Context: an optimization exercise on an open-source flow, tuned for small area, a short achievable clock period and few clock cycles. The choices shown serve that exercise and are no tape-out recipe.
The RTL of this run was laid out without a check of its function.

File: flow/constraint.sdc
create_clock -name core_clock -period 36.0 [get_ports {clk}]
set_input_delay 7.2000 -clock core_clock [delete_from_list [all_inputs] [get_ports {clk}]]
set_output_delay 7.2000 -clock core_clock [all_outputs]
set_load 0.01 [all_outputs]
File: flow/design.v
module fondant_enc (
    input  wire        clk,
    input  wire        rst,
    input  wire        cfg_commit,
    input  wire [2:0]  cfg_mode,       
    input  wire [4:0]  cfg_k,          
    input  wire [4:0]  cfg_kmin,       
    input  wire [4:0]  cfg_kmax,       
    input  wire [11:0] cfg_target,     
    input  wire        start,
    output wire        start_ready,
    input  wire [4:0]  s_depth,        
    input  wire [1:0]  s_plane,
    input  wire [3:0]  s_rows_m1,
    input  wire [5:0]  s_cols_m1,
    input  wire        pix_valid,
    output wire        pix_ready,
    input  wire [15:0] pix_data,
    output reg         word_valid,
    output reg  [31:0] word_data,
    output reg         done,
    output reg  [63:0] done_hdr,
    output reg  [15:0] done_code
);
    localparam [2:0] S_IDLE  = 3'd0,
                     S_SETUP = 3'd1,
                     S_RUN   = 3'd2,
                     S_DRAIN = 3'd3,
                     S_FLUSH = 3'd4;
    localparam [2:0] MODE_LOSSLESS = 3'd1,
                     MODE_BOUNDED  = 3'd2,
                     MODE_BUDGET   = 3'd4;
    reg [2:0] state;
    reg        [2:0]  mode_r;
    reg        [4:0]  kcfg_r;
    reg        [4:0]  kmin_r;
    reg        [4:0]  kmax_r;
    reg        [11:0] tgt_r;
    reg signed [19:0] bal;
    reg        [4:0]  kp;        
    wire signed [19:0] t1 = {8'd0, tgt_r};
    wire signed [19:0] t4 = {6'd0, tgt_r, 2'b00};
    wire [5:0] kp_up2 = {1'b0, kp} + 6'd2;
    wire [5:0] kp_up1 = {1'b0, kp} + 6'd1;
    reg  [4:0] k_sel;
    always @* begin
        case (mode_r)
            MODE_BOUNDED: k_sel = kcfg_r;
            MODE_BUDGET: begin
                if (bal < -t4)
                    k_sel = (kp_up2 > {1'b0, kmax_r}) ? kmax_r : kp_up2[4:0];
                else if (bal < -t1)
                    k_sel = (kp_up1 > {1'b0, kmax_r}) ? kmax_r : kp_up1[4:0];
                else if (bal > t1)
                    k_sel = (kp <= kmin_r) ? kmin_r : kp - 5'd1;
                else
                    k_sel = kp;
            end
            default: k_sel = 5'd0;
        endcase
    end
    reg [4:0]  b_r;
    reg [1:0]  plane_r;
    reg [3:0]  rows_m1_r;
    reg [5:0]  cols_m1_r;
    reg [4:0]  k_r;
    reg [5:0]  w_r;           
    reg [16:0] m_r;           
    reg [16:0] half_r;        
    reg [4:0]  bb_r;          
    reg [10:0] npix_r;        
    reg [9:0]  raw_words_r;   
    reg [11:0] slice_tgt_r;   
    wire [5:0]  w_s     = {k_r, 1'b1};
    wire [16:0] maxv_s  = (17'd1 << b_r) - 17'd1;
    wire [16:0] mq_s    = maxv_s / w_s;             
    wire [16:0] m_s     = mq_s + 17'd1;
    wire [16:0] a0_raw  = (m_s + 17'd32) >> 6;
    wire [10:0] npix_s  = ({7'd0, rows_m1_r} + 11'd1) * ({5'd0, cols_m1_r} + 11'd1);
    wire [15:0] nbits_s = npix_s * b_r;
    wire [9:0]  raww_s  = (nbits_s + 16'd31) >> 5;
    wire [22:0] tn_s    = tgt_r * npix_s;
    reg [4:0] bb_s;
    integer bi;
    always @* begin
        bb_s = 5'd1;
        for (bi = 1; bi < 17; bi = bi + 1)
            if (mq_s[bi - 1]) bb_s = bi[4:0];
    end
    reg [10:0] in_cnt;
    wire       pix_acc = pix_valid && pix_ready;
    assign pix_ready   = (state == S_RUN);
    assign start_ready = (state == S_IDLE);
    reg        v1;
    reg [15:0] c1;
    reg [15:0] linebuf [0:63];    
    reg [15:0] lreg;              
    reg [15:0] dreg;              
    reg [3:0]  i2;
    reg [5:0]  j2;
    reg [23:0] acnt;              
    reg [5:0]  ncnt;              
    reg [15:0] first_code;
    reg        all_eq;
    reg [63:0] acc;               
    reg [5:0]  pc;                
    reg [10:0] wcnt;              
    wire        first_px = (i2 == 4'd0) && (j2 == 6'd0);
    wire [15:0] up       = linebuf[j2];
    reg [15:0] pred;
    always @* begin
        if (i2 == 4'd0)
            pred = lreg;
        else if (j2 == 6'd0)
            pred = up;
        else begin
            if (dreg >= lreg && dreg >= up)
                pred = (lreg < up) ? lreg : up;
            else if (dreg <= lreg && dreg <= up)
                pred = (lreg > up) ? lreg : up;
            else
                pred = lreg + up - dreg;
        end
    end
    wire signed [18:0] t_raw = $signed({3'b000, c1}) - $signed({3'b000, pred})
                             + $signed({2'b00, half_r});
    reg  signed [18:0] t_red;
    always @* begin
        if (t_raw < 0)
            t_red = t_raw + $signed({2'b00, m_r});
        else if (t_raw >= $signed({2'b00, m_r}))
            t_red = t_raw - $signed({2'b00, m_r});
        else
            t_red = t_raw;
    end
    wire signed [18:0] e_s = t_red - $signed({2'b00, half_r});
    wire        [18:0] m_map = (e_s >= 0) ? (e_s <<< 1) : (-(e_s <<< 1) - 19'sd1);
    wire        [15:0] mval  = m_map[15:0];
    reg [4:0] rpar;
    reg       rfound;
    integer   ri;
    always @* begin
        rpar   = bb_r - 5'd1;
        rfound = 1'b0;
        for (ri = 0; ri < 16; ri = ri + 1) begin
            if (!rfound && (ri < bb_r) && (({18'd0, ncnt} << ri) >= acnt)) begin
                rpar   = ri[4:0];
                rfound = 1'b1;
            end
        end
    end
    wire [15:0] uval = mval >> rpar;
    reg  [31:0] fbits;
    reg  [5:0]  flen;
    always @* begin
        if (first_px) begin
            fbits = {16'd0, c1};
            flen  = {1'b0, bb_r};
        end else if (uval < 16'd16) begin
            fbits = ((((32'd1 << uval[3:0]) - 32'd1) << (rpar + 5'd1)))
                  | ({16'd0, mval} & ((32'd1 << rpar) - 32'd1));
            flen  = {2'b00, uval[3:0]} + 6'd1 + {1'b0, rpar};
        end else begin
            fbits = (32'h0000_FFFF << bb_r) | {16'd0, mval};
            flen  = 6'd16 + {1'b0, bb_r};
        end
    end
    wire [63:0] f_al     = {fbits, 32'd0} << (6'd32 - flen);
    wire [63:0] combined = acc | (f_al >> pc);
    wire [6:0]  total    = {1'b0, pc} + {1'b0, flen};
    wire        emit     = total >= 7'd32;
    wire [23:0] acnt_add = acnt + {8'd0, mval};
    wire [5:0]  ncnt_inc = ncnt + 6'd1;
    wire [10:0] words_fin = wcnt + ((pc != 6'd0) ? 11'd1 : 11'd0);
    reg  [1:0]  form_fin;
    reg  [15:0] len_fin;
    always @* begin
        if (all_eq) begin
            form_fin = 2'd2;
            len_fin  = 16'd1;
        end else if (words_fin <= {1'b0, raw_words_r}) begin
            form_fin = 2'd0;
            len_fin  = {5'd0, words_fin};
        end else begin
            form_fin = 2'd1;
            len_fin  = {6'd0, raw_words_r};
        end
    end
    wire [7:0]  mode_byte = (form_fin == 2'd1) ? 8'h01 : {k_r, 1'b0, form_fin};
    wire [63:0] hdr_fin   = {2'b00, cols_m1_r, 4'h0, rows_m1_r, 16'h0000,
                             len_fin, 1'b0, plane_r, b_r, mode_byte};
    wire signed [19:0] size_fin = $signed({2'b00, len_fin, 2'b00}) + 20'sd8;
    wire signed [19:0] bal_sum  = bal + $signed({8'd0, slice_tgt_r}) - size_fin;
    wire signed [19:0] bal_lim  = $signed({2'b00, tgt_r, 6'd0});
    wire signed [19:0] bal_new  = (bal_sum > bal_lim)  ? bal_lim :
                                  (bal_sum < -bal_lim) ? -bal_lim : bal_sum;
    always @(posedge clk) begin
        if (rst) begin
            state      <= S_IDLE;
            mode_r     <= MODE_LOSSLESS;
            kcfg_r     <= 5'd0;
            kmin_r     <= 5'd0;
            kmax_r     <= 5'd0;
            tgt_r      <= 12'd0;
            bal        <= 20'sd0;
            kp         <= 5'd0;
            v1         <= 1'b0;
            word_valid <= 1'b0;
            done       <= 1'b0;
        end else begin
            word_valid <= 1'b0;
            done       <= 1'b0;
            case (state)
                S_IDLE: begin
                    if (cfg_commit) begin
                        mode_r <= cfg_mode;
                        kcfg_r <= cfg_k;
                        kmin_r <= cfg_kmin;
                        kmax_r <= cfg_kmax;
                        tgt_r  <= cfg_target;
                        bal    <= 20'sd0;
                        kp     <= cfg_kmin;
                    end else if (start) begin
                        b_r       <= s_depth;
                        plane_r   <= s_plane;
                        rows_m1_r <= s_rows_m1;
                        cols_m1_r <= s_cols_m1;
                        k_r       <= k_sel;
                        if (mode_r == MODE_BUDGET)
                            kp <= k_sel;
                        state     <= S_SETUP;
                    end
                end
                S_SETUP: begin
                    w_r         <= w_s;
                    m_r         <= m_s;
                    half_r      <= m_s >> 1;
                    bb_r        <= bb_s;
                    npix_r      <= npix_s;
                    raw_words_r <= raww_s;
                    slice_tgt_r <= tn_s[21:10];
                    acnt        <= (a0_raw < 17'd2) ? 24'd2 : {7'd0, a0_raw};
                    ncnt        <= 6'd1;
                    in_cnt      <= 11'd0;
                    i2          <= 4'd0;
                    j2          <= 6'd0;
                    acc         <= 64'd0;
                    pc          <= 6'd0;
                    wcnt        <= 11'd0;
                    all_eq      <= 1'b1;
                    state       <= S_RUN;
                end
                S_RUN: begin
                    if (pix_acc) begin
                        in_cnt <= in_cnt + 11'd1;
                        if (in_cnt + 11'd1 == npix_r)
                            state <= S_DRAIN;
                    end
                end
                S_DRAIN: begin
                    if (!v1)
                        state <= S_FLUSH;
                end
                S_FLUSH: begin
                    word_valid <= (pc != 6'd0);
                    word_data  <= acc[63:32];
                    done       <= 1'b1;
                    done_hdr   <= hdr_fin;
                    done_code  <= first_code;
                    if (mode_r == MODE_BUDGET)
                        bal <= bal_new;
                    state      <= S_IDLE;
                end
                default: state <= S_IDLE;
            endcase
            v1 <= pix_acc;
            if (pix_acc)
                c1 <= pix_data / w_r;
            if (v1) begin
                linebuf[j2] <= c1;
                lreg        <= c1;
                dreg        <= up;
                if (j2 == cols_m1_r) begin
                    j2 <= 6'd0;
                    i2 <= i2 + 4'd1;
                end else begin
                    j2 <= j2 + 6'd1;
                end
                if (first_px) begin
                    first_code <= c1;
                end else begin
                    if (c1 != first_code)
                        all_eq <= 1'b0;
                    if (ncnt_inc == 6'd32) begin
                        acnt <= acnt_add >> 1;
                        ncnt <= 6'd16;
                    end else begin
                        acnt <= acnt_add;
                        ncnt <= ncnt_inc;
                    end
                end
                if (emit) begin
                    word_valid <= 1'b1;
                    word_data  <= combined[63:32];
                    acc        <= combined << 32;
                    pc         <= total[5:0] - 6'd32;
                    wcnt       <= wcnt + 11'd1;
                end else begin
                    acc <= combined;
                    pc  <= total[5:0];
                end
            end
        end
    end
endmodule
File: flow/config.mk
export PLATFORM = sky130hd
export DESIGN_NAME = fondant_enc
export DESIGN_NICKNAME = fondant_enc
export VERILOG_FILES = /design/flow/design.v
export SDC_FILE = /design/flow/constraint.sdc
export NUM_CORES = 4
export LEC_CHECK = 0
export CAP_MARGIN = 20
export CORE_MARGIN = 2
export CORE_UTILIZATION = 40
export PLACE_DENSITY = 0.6
export SLEW_MARGIN = 20
File: flow/run.sh
#!/bin/bash
# synth_recipe.tcl (not shown) runs the flow's synth.tcl, then flattens the netlist and writes it again
# the make line also repeats each setting of config.mk as NAME=value (left out here)
make -C /OpenROAD-flow-scripts/flow DESIGN_CONFIG=/design/flow/config.mk WORK_HOME=/design/flow/orfs CLKGATE_MAP_FILE= SYNTH_SCRIPT=/design/flow/synth_recipe.tcl finish
==> key figures <==
Final layout
  – Commonest cells after routing, fill and taps aside: edfxtp_1, nand2_1, nor2_1, ha_1, a21oi_1
  – Filler instances: approximately 22000
  – Design area: about 0.11 mm^2
  – Commonest non-fill, non-tap cell in the layout: edfxtp_1
  – Sequential cell area: 0.0430 mm^2
  – Area Overhead vs Synth: 12.5%
  – Final nets: 10000
  – Layout cells sized above 1: between 10% and 20%
  – Multi-input gate area: 0.0523 mm^2
  – Final core occ: 45.1%

Timing
  – Worst Tran Pin Value: around 1.2 ns
  – Rel. slew slack: 19.3%
  – Hold WS: 0.420 ns
  – Post-layout min period: 34.20 ns
  – Hold Fails Final Rpt: 0
  – Fin crit share: 95.0%
  – Final Max Tran Viols: 0
  – Final setup fails: 0
  – RSZ-0062 raised after global routing: yes
  – Setup TNS: 0 ns
  – Skew final: roughly 0.064 ns
  – Fmax: 0.0292 GHz

Clock tree
  – Num CTS Buffers: 156
  – H-tree levels: 4
  – Clk Latency, worst-skew pair: 0.84 ns
  – CTS Hold Buffers Added: 0
  – Clock tree from TritonCTS: built
  – Bufs on Longest Clock Path: 3
  – Root Buffer: clkbuf_16
  – Clk pin slew, worst setup/hold paths: 0.06 ns
  – Clock Sinks: 1453

Logic synthesis
  – Post-synth EDFFs: 1386
  – Mapped Area: a little under 0.1 mm^2
  – Simple-gate share of the synthesized area: 12.3%
  – Synth Register Bits: between 1000 and 1500
  – Cell count after synthesis: 8916
  – Mux contribution to synthesized area: 9.83%
  – Synth cell types: 124
  – Post-Synth Adder-Cell Area: 11.9%
  – Synth Area in Compound Gates: 14.8%
  – Top cell type's share of synthesized area: 42.3%
  – Main combinational cell family by area after synthesis: compound AO/OA/AOI/OAI gates
  – XOR/XNOR Fraction of Synth Area: 3.52%
  – Synth Area per Inst: 11.0 um^2
  – Asr flop ratio synth: 0%
  – Sequential cell area fraction in the yosys report: 43.7%
  – Yosys warning count: 1
  – Synth area leaders: edfxtp_1, ha_1, mux4_2
  – Leading register cell type out of synthesis: edfxtp_1
  – Area leader, netlist: edfxtp_1

Detailed routing
  – DR iter-0 viols: 7340
  – DRC Markers: 0
  – Vias per std cell: 6.00
  – Via count: 74900
  – Post-DRT Antenna Nets: 0
  – 1st-pass router iterations: 8
  – Drt total wl: 307000 um
  – Drt wl/cell: 24.6 um

Critical path
  – Worst Setup SP: b_r[2]$_DFFE_PP_
  – Most frequent CP cell: ha_1
  – Slowest CP cell: edfxtp_1
  – Max stage delay on crit path: approximately 0.42 ns
  – Largest delay share family, worst path: compound AO/OA/AOI/OAI gates
  – CP Capture Type: register
  – Critical Path RT: 36.58 ns
  – Worst Setup Path Type: reg -> reg
  – CP max FO: 14
  – R2R Setup Slk: ~1.8 ns
  – Bufs and invs on worst path: 11
  – Worst endpoint data arrival time: 34.77 ns
  – Crit Reg-Reg Startpoint: b_r[2]$_DFFE_PP_
  – Startpoint class of the critical path: register

Global routing
  – Vias in the first global route: 73400
  – Total track usage: 24.0%
  – First-pass GRT wire length: 463000 um
  – Largest net degree at the start of global routing: 110
  – GRT Residual Overflow: 0
  – Initial antenna violation count: 5

Placed design
  – Final HPWL from detailed placement: 220000 um
  – Routability cong.: ~0.97
  – PortBufs: between 150 and 200
  – Post-DP Area: 0.105 mm^2

Floorplanning
  – Core ar.: 0.245 mm^2
  – Row cnt: 182
  – Initial Utilization: 40.1%
  – Die Y: 500 um
  – Die W: 500 um
  – # IOs: 184
  – Area of the die: 0.250 mm^2

Hold path
  – Hold crit path type: reg -> reg
  – Worst Hold Launch: plane_r[0]$_DFFE_PP_

Status
  – Outcome: complete, no violations

Job
  – MaxCap Viol Count: 0
## synth_stat cells (29+ instances only)
library cell and count:
inv_1 523, nor2_1 734, a21o_1 117, o21a_1 124, mux4_2 341, edfxtp_1 1386, or3_1 45, clkbuf_1 339
o221ai_1 29, buf_4 32, o31ai_1 58, a31oi_1 62, ha_1 671, a21oi_1 554, a22oi_1 53, o21bai_1 57
and3_1 61, o21ai_0 400, nand2_1 722, dfxtp_1 67, nand3_1 169, nand4_1 71, nor2b_1 109, mux2_2 68
xor2_1 144, or2_2 40, buf_1 70, xnor2_1 246, o211ai_1 79, a221oi_1 40, a211o_1 29, o22ai_1 59
and2_1 122, nand2b_1 81, a211oi_1 105, nor4_1 67, fa_1 165, nor3_1 209, mux2i_1 117
## cell type report
| cell class | count | area share (%) |
|---|---|---|
| Antenna cell | 2 | 0.00452 |
| Clock inverter | 102 | 1.11 |
| Multi-Input combinational cell | 6502 | 47.3 |
| Tap cell | 3220 | 3.64 |
| Timing Repair Buffer | 488 | 3.69 |
| Sequential cell | 1453 | 38.8 |
| Inverter | 532 | 1.81 |
| Clock buffer | 183 | 3.66 |
## logic make-up (layout without fill, tap and decap cells)
family,after synthesis,after routing
adders and majority gates,837,837
DFF,1453,1453
buffers and inverters,990,1305
muxes,529,529
xor gates and xnor gates,393,393
and+or+nand+nor,2547,2547
other,2,33
AOI/OAI and AO/OA,2165,2165
## per-layer routing
metal | share of wire, % | up-vias | track usage [%] | routed length (um)
li1 | - | 34100 | - | -
met1 | 43 | 37400 | 33.0 | 132000
met2 | 47 | 2858 | 39.3 | 145000
met3 | 6.2 | 491 | 2.90 | 19100
met4 | 3.4 | 0 | 8.12 | 10500
met5 | 0 | - | 0 | 0
## metrics by stage
stage	setup slack, ns	cells
after floorplan	0.0770	8945
after global placement	0.150	12200
after detailed placement	-1.02	12200
after CTS	0.00119	12400
after global routing	-0.196	12500
final	1.80	12500
## registers in the layout, indices dropped and copies added (netlist names), 16 cells and up, named ones only
| register | count |
|---|---|
| lreg | 16 |
| m_r | 17 |
| done_code | 16 |
| bal | 20 |
| linebuf | 1024 |
| dreg | 16 |
| done_hdr | 35 |
| word_data | 32 |
| first_code | 16 |
| c1 | 16 |
| acnt | 24 |
| acc | 64 |
## what timing repair did
action | in CTS | in global routing
endpoints found under the setup margin | 9 | 29
resized for setup | 9 | 108
pin swaps | 2 | 39
buffers inserted | 4 | 33
## worst paths after layout
check | to | cells after the start
worst max-delay path | acnt[0]$_DFFE_PN_ | 171
worst min-delay path | done_hdr[13]$_DFFE_PP_ | 0
worst max register to register | acnt[0]$_DFFE_PN_ | 171
worst min register to register | done_hdr[13]$_DFFE_PP_ | 0

-- what the ideal ports hide --
The flow's constraints put no driver on any port. The routed layout listed below was extracted and timed again, unchanged, in two steps.
Step 1: set_driving_cell puts a clkbuf_16 on clk and a buf_2 on each other input, an assumption about the parent block.
Step 2 also shifts input and output timing later by t, the mid clock arrival at the registers, as if the neighbouring blocks saw the same clock.
a / b / c = ideal ports / drivers / drivers and shift; a / b = the first two.
t (ns): 0.891
setup WS [ns]: 1.805 / 1.805 / 1.308
worst setup path at the end: input to register
latest minus earliest clock arrival (ns): 0.064 / 0.065
worst register clock-pin slew, ns: 0.07 / 0.07
After both steps setup and hold are still met in this run. The setup slack of this run moves by 0.000 ns with the drivers and by -0.497 ns with both steps.
